This is an optimization exercise on Yosys and OpenROAD, whose aim is small area, a short achievable clock period and few clock cycles per item, not a production implementation.
RTL that was checked went through simulation tests only; none was proved equivalent to the original.
Power figures rest on the tool's default switching activity, not on a simulated workload.

## fma32
module fma32 (
    input  wire        clk,
    input  wire        rst,
    input  wire        in_valid,
    output wire        in_ready,
    input  wire [31:0] a,
    input  wire [31:0] b,
    input  wire [31:0] c,
    output reg         out_valid,
    output reg  [31:0] d
);
Size in the first run: ~4600 cells after synthesis, ~130 I/O pins, roughly 40000 sq um of cells after synthesis.
Settings: LEC_CHECK=0, CAP_MARGIN=20, CORE_MARGIN=2, CORE_UTILIZATION=55, GPL_TIMING_DRIVEN=0, SLEW_MARGIN=20, SYNTH_HIERARCHICAL=1, SYNTH_MINIMUM_KEEP_SIZE=0; clock period 28.0 ns.
run.sh (not shown) runs the stock make flow with config.mk's settings and CLKGATE_MAP_FILE= SYNTH_SCRIPT=/design/flow/synth_recipe.tcl, a recipe that flattens the netlist after the stock synthesis.
Testbench counts at the start, summed over its fixed seeds: cycles 24,032, items 24,000.
Change:
- CAP_MARGIN: 20 -> 60
- GPL_TIMING_DRIVEN: 0 -> unset
- SLEW_MARGIN: 20 -> 60
After rerunning: The changed run finished clean. Global-route usage drops by 2.7 points. Design area drops by 1.4%. Power is lower by 6.0%.
Change:
==> flow/flow/run.sh (new file) <==
#!/bin/bash
set -euo pipefail
bash standard.sh SETUP_SLACK_MARGIN=21 finish > standard_flow.log 2>&1
==> flow/standard.sh (new file) <==
#!/bin/bash
# synth_recipe.tcl (not shown) runs the flow's synth.tcl, then flattens the netlist and writes it again
# the make line also repeats each setting of config.mk as NAME=value (left out here)
make -C /OpenROAD-flow-scripts/flow DESIGN_CONFIG=/design/flow/config.mk WORK_HOME=/design/flow/orfs CLKGATE_MAP_FILE= SYNTH_SCRIPT=/design/flow/synth_recipe.tcl "${@:-finish}"
- CAP_MARGIN: 60 -> 20
- SLEW_MARGIN: 60 -> 20
removed: flow/run.sh
After rerunning:
- critical path depth came out higher by 1
- core utilization came out higher by 1.6 points
- global-route usage climbs by 0.54 points
- cell count goes up by 1.1%
- final area rose by 2.7%

Setup of lane 5:
fma32, a different RTL version from the one above (not shown whole).
Size in the first run: about 4500 cells after synthesis, ~130 I/O pins, ~40000 µm² of cells after synthesis.
// fma32
module fma32 (
    input  wire        clk,
    input  wire        rst,
    input  wire        in_valid,
    output wire        in_ready,
    input  wire [31:0] a,
    input  wire [31:0] b,
    input  wire [31:0] c,
    output reg         out_valid,
    output reg  [31:0] d
);
clock: 28.0 ns
lec_check: 0
cap_margin: 20
core_margin: 2
core_utilization: 60
slew_margin: 20
synth_hierarchical: 1
synth_minimum_keep_size: 0
standard.sh (not shown) runs the stock make flow with config.mk's settings and CLKGATE_MAP_FILE= SYNTH_SCRIPT=/design/flow/synth_recipe.tcl, a recipe that flattens the netlist after the stock synthesis.
==> flow/flow/run.sh <==
#!/bin/bash
# Layout: the standard flow (standard.sh: unchanged synthesis and steps),
# with two settings passed to ORFS:
#  - timing repair asked to leave 21.2 ns of setup slack at the design's
#    28 ns clock, i.e. to optimise the paths towards 6.8 ns;
#  - every port still gets its buffer, but a buf_1 instead of the 10 um2
#    clkdlybuf4s50_1 that buffer_ports picks by default.
# The SDC, clock period and I/O constraints are the standard flow's, untouched.
set -euo pipefail
bash standard.sh SETUP_SLACK_MARGIN=21.2 \
  "BUFFER_PORTS_ARGS=-buffer_cell sky130_fd_sc_hd__buf_1" \
  finish > standard_flow.log 2>&1
In summary, lane 5 completed successfully, with a layout that passed the timing, design-rule and antenna checks.
For lane 1, these inputs were changed with respect to lane 5:
# lane 5
export LEC_CHECK = 0
export CAP_MARGIN = 20
export CORE_MARGIN = 2
export CORE_UTILIZATION = 60
export SLEW_MARGIN = 20
export SYNTH_HIERARCHICAL = 1
export SYNTH_MINIMUM_KEEP_SIZE = 0
create_clock -name core_clock -period 28.0 [get_ports {clk}]
# lane 1
export LEC_CHECK = 0
export CAP_MARGIN = 20
export CORE_MARGIN = 2
export CORE_UTILIZATION = 55
export SLEW_MARGIN = 20
export SYNTH_HIERARCHICAL = 1
export SYNTH_MINIMUM_KEEP_SIZE = 0
create_clock -name core_clock -period 28.0 [get_ports {clk}]
==> flow/flow/run.sh <==
#!/bin/bash
set -euo pipefail
bash standard.sh SETUP_SLACK_MARGIN=21 finish > standard_flow.log 2>&1
### Flow results
In terms of fraction of area in clock buffers and inverters, lane 5 and lane 1 differ only marginally. Number of global-route vias before repair, lane 5 and lane 1, lower one = lane 5. Changes observed in lane 1 relative to lane 5: overall power after layout picked up an extra 0.055 mW, clock-buffer cell count went up, maximum vdd drop rose 35%. Summary of lane 1 over lane 5: part of the power in combinational logic saw an increase, non-clock buffer count now sits lower, count of nets after finishing closely matched the old numbers. Lower portion of the clock cycle consumed by the worst path in the final layout was reported by lane 5, not lane 1.
Function was not checked in any run of this note: the RTL went through the layout flow alone.

fma32, a different RTL version from the one above (not shown whole).
Size in the first run: ~4,800 cells after synthesis, ~130 I/O pins, ~0.037 sq mm of cells after synthesis.
## fma32
module fma32 (
    input  wire        clk,
    input  wire        rst,
    input  wire        in_valid,
    output wire        in_ready,
    input  wire [31:0] a,
    input  wire [31:0] b,
    input  wire [31:0] c,
    output reg         out_valid,
    output reg  [31:0] d
);
    assign in_ready = 1'b1;
    reg        v0;
    reg [31:0] a0, b0, c0;
    reg        ean0, ebn0, ecn0;        
    always @(posedge clk) begin
        v0   <= in_valid & ~rst;
        a0   <= a;
        b0   <= b;
        c0   <= c;
        ean0 <= |a[30:23];
        ebn0 <= |b[30:23];
        ecn0 <= |c[30:23];
    end
    wire        sa = a0[31];
    wire        sb = b0[31];
    wire        sc = c0[31];
    wire [7:0]  ea = a0[30:23];
    wire [7:0]  eb = b0[30:23];
    wire [7:0]  ec = c0[30:23];
    wire [22:0] fa = a0[22:0];
    wire [22:0] fb = b0[22:0];
    wire [22:0] fc = c0[22:0];
    wire ea_max = &ea, eb_max = &eb, ec_max = &ec;
    wire ea_nz  = ean0, eb_nz  = ebn0, ec_nz  = ecn0;
    wire fa_nz  = |fa, fb_nz  = |fb, fc_nz  = |fc;
    wire a_nan  = ea_max & fa_nz;
    wire b_nan  = eb_max & fb_nz;
    wire c_nan  = ec_max & fc_nz;
    wire a_inf  = ea_max & ~fa_nz;
    wire b_inf  = eb_max & ~fb_nz;
    wire c_inf  = ec_max & ~fc_nz;
    wire a_zero = ~ea_nz & ~fa_nz;
    wire b_zero = ~eb_nz & ~fb_nz;
    wire sp  = sa ^ sb;
    wire sub = sp ^ sc;
    wire [23:0] ma = {ea_nz, fa};
    wire [23:0] mb = {eb_nz, fb};
    wire [23:0] mc = {ec_nz, fc};
    wire [7:0]  xa = {ea[7:1], ea[0] | ~ea_nz};
    wire [7:0]  xb = {eb[7:1], eb[0] | ~eb_nz};
    wire [7:0]  xc = {ec[7:1], ec[0] | ~ec_nz};
  ...
clock: 28.0 ns
lec_check: 0
abc_area: 1
cap_margin: 20
core_margin: 2
core_utilization: 60
slew_margin: 20
synth_hierarchical: 1
synth_minimum_keep_size: 0
==> flow/flow/run.sh <==
#!/bin/bash
# Layout: the standard flow (standard.sh: unchanged synthesis and steps),
# with two settings passed to ORFS:
#  - timing repair asked to leave 21.3 ns of setup slack at the design's
#    28 ns clock, i.e. to optimise the paths towards 6.7 ns;
#  - every port still gets its buffer, but a buf_1 instead of the 10 um2
#    clkdlybuf4s50_1 that buffer_ports picks by default.
# The SDC, clock period and I/O constraints are the standard flow's, untouched.
set -euo pipefail
bash standard.sh SETUP_SLACK_MARGIN=21.3 \
  "BUFFER_PORTS_ARGS=-buffer_cell sky130_fd_sc_hd__buf_1" \
  finish > standard_flow.log 2>&1
Testbench counts at the start, summed over its fixed seeds: cycles 24,032, items 24,000.
Next try:
- ABC_AREA: 1 -> unset
Setup slack is better by 0.074 ns.
Global-route usage went up by 4.8 points.
Routed wire length increases by 17%.
Cell area grows by 2.1%.
Total power climbs by 13%.
Flip-flop and latch count stays the same.
Non-clock buffer count came out lower by 36.
Via count rose by 6.0%.
Register-to-register slack is better by 0.17 ns.

Setup of the baseline:
Another version of the RTL of fma32 (not shown whole).
For scale: about 4200 cells after synthesis, ~130 I/O pins, ~39000 um2 of cells after synthesis.
Settings: LEC_CHECK=0, CAP_MARGIN=20, CORE_MARGIN=2, CORE_UTILIZATION=66, SLEW_MARGIN=20, SYNTH_HIERARCHICAL=1, SYNTH_MINIMUM_KEEP_SIZE=0; clock period 28.0 ns.
Scripts as last shown in full above: flow/flow/run.sh
Testbench counts of the baseline, summed over its fixed seeds: cycles 24,032, items 24,000.
The following lists how the candidate was set up differently from the baseline:
Settings: swapping 66 for 60 in CORE_UTILIZATION.
[summary]
The flow did not stop early for the candidate: all stages ran, and the layout cleared the timing, design-rule and antenna checks. The baseline ran to completion and came out clean on the timing, design-rule and antenna checks. The candidate -> the baseline: power density over the cells flat. Summary of the candidate over the baseline: proportion of layout cells with a drive suffix above 1 now sits lower, count of plain and timing-repair buffers in the layout now sits lower. Total power: the candidate below the baseline.

== north ==
Another version of the RTL of fma32 (not shown whole).
Size: roughly 4,300 cells after synthesis, roughly 39,000 um2 of cells after synthesis.
==> flow/config.mk <==
export PLATFORM = sky130hd
export DESIGN_NAME = fma32
export DESIGN_NICKNAME = fma32
export VERILOG_FILES = /design/flow/design.v
export SDC_FILE = /design/flow/constraint.sdc
export NUM_CORES = 4
export LEC_CHECK = 0
export CAP_MARGIN = 20
export CORE_MARGIN = 2
export CORE_UTILIZATION = 66
export SLEW_MARGIN = 20
export SYNTH_HIERARCHICAL = 1
export SYNTH_MINIMUM_KEEP_SIZE = 0
==> flow/constraint.sdc <==
create_clock -name core_clock -period 28.0 [get_ports {clk}]
set_input_delay 5.6000 -clock core_clock [delete_from_list [all_inputs] [get_ports {clk}]]
set_output_delay 5.6000 -clock core_clock [all_outputs]
set_load 0.01 [all_outputs]
Scripts as last shown in full above: flow/flow/run.sh
Testbench counts of north, summed over its fixed seeds: cycles 24,032, items 24,000.
What south does differently from north at the input level:
# north
export LEC_CHECK = 0
export CAP_MARGIN = 20
export CORE_MARGIN = 2
export CORE_UTILIZATION = 66
export SLEW_MARGIN = 20
export SYNTH_HIERARCHICAL = 1
export SYNTH_MINIMUM_KEEP_SIZE = 0
create_clock -name core_clock -period 28.0 [get_ports {clk}]
# south
export LEC_CHECK = 0
export CAP_MARGIN = 20
export CORE_MARGIN = 2
export CORE_UTILIZATION = 60
export SLEW_MARGIN = 20
export SYNTH_HIERARCHICAL = 1
export SYNTH_MINIMUM_KEEP_SIZE = 0
create_clock -name core_clock -period 28.0 [get_ports {clk}]
Notes after the runs:
- Re portion of total power attributed to sequential cells: south is 0.3 points down on north.
- north consumes less power than south.
- south against north: latest clock arrival within the worst-skew pair now sits at about the same level, met3 usage now sits lower.
- Going from north to south, share of total power in combinational logic essentially unchanged, total routed wirelength now larger, worst hold path cell count now sits at about the same level, total congestion overflow comparable.
- Re fmax: south and north aren't equal, and the lower value belongs to north.
- In south, number of buffers created by CTS is lower than in north.
- south has share of final-layout standard cells stronger than drive strength 1 above what north had.

-- static timing again, ports no longer ideal --
In the flow no input, the clock included, has a driving cell. The finished layouts below were timed again as built, in two steps. Step 1: set_driving_cell puts a clkbuf_16 on clk and a buf_2 on each other input, an assumption about the parent block. Step 2 adds t to the input delays and takes it off the output delays; t is the mean of the earliest and latest rising clock arrival at the registers after step 1. Input paths then give back, and output paths get back, about the clock's delay inside the block. Three values: no drivers, after step 1, after step 2; two values: the first two.
| run | t (ns) | slack for setup (ns) | worst slew at a driven data input, ns |
|---|---|---|---|
| the first run of note 1 | 0.658 | 18.817 / 18.817 / 18.817 | 0.05 |
| the second run of note 1 | 0.645 | 19.089 / 19.089 / 19.089 | 0.06 |
| the third run of note 1 | 0.652 | 21.131 / 21.131 / 21.131 | 0.06 |
| lane 5 | 0.649 | 21.245 / 21.245 / 21.245 | 0.05 |
| lane 1 | 0.663 | 21.119 / 21.119 / 21.119 | 0.06 |
| the first run of note 3 | 0.651 | 21.257 / 21.257 / 21.257 | 0.04 |
| the second run of note 3 | 0.686 | 21.331 / 21.262 / 21.432 | 0.06 |
| the baseline | 0.635 | 21.211 / 21.211 / 21.088 | 0.04 |
| the candidate | 0.663 | 21.331 / 21.264 / 21.144 | 0.05 |
| north | 0.644 | 21.325 / 21.253 / 21.426 | 0.04 |
| south | 0.635 | 21.347 / 21.279 / 21.372 | 0.04 |
After both steps setup and hold are still met in every run listed. For the candidate, which loses most, drivers alone change the setup slack by -0.067 ns; drivers and shift together by -0.187 ns.
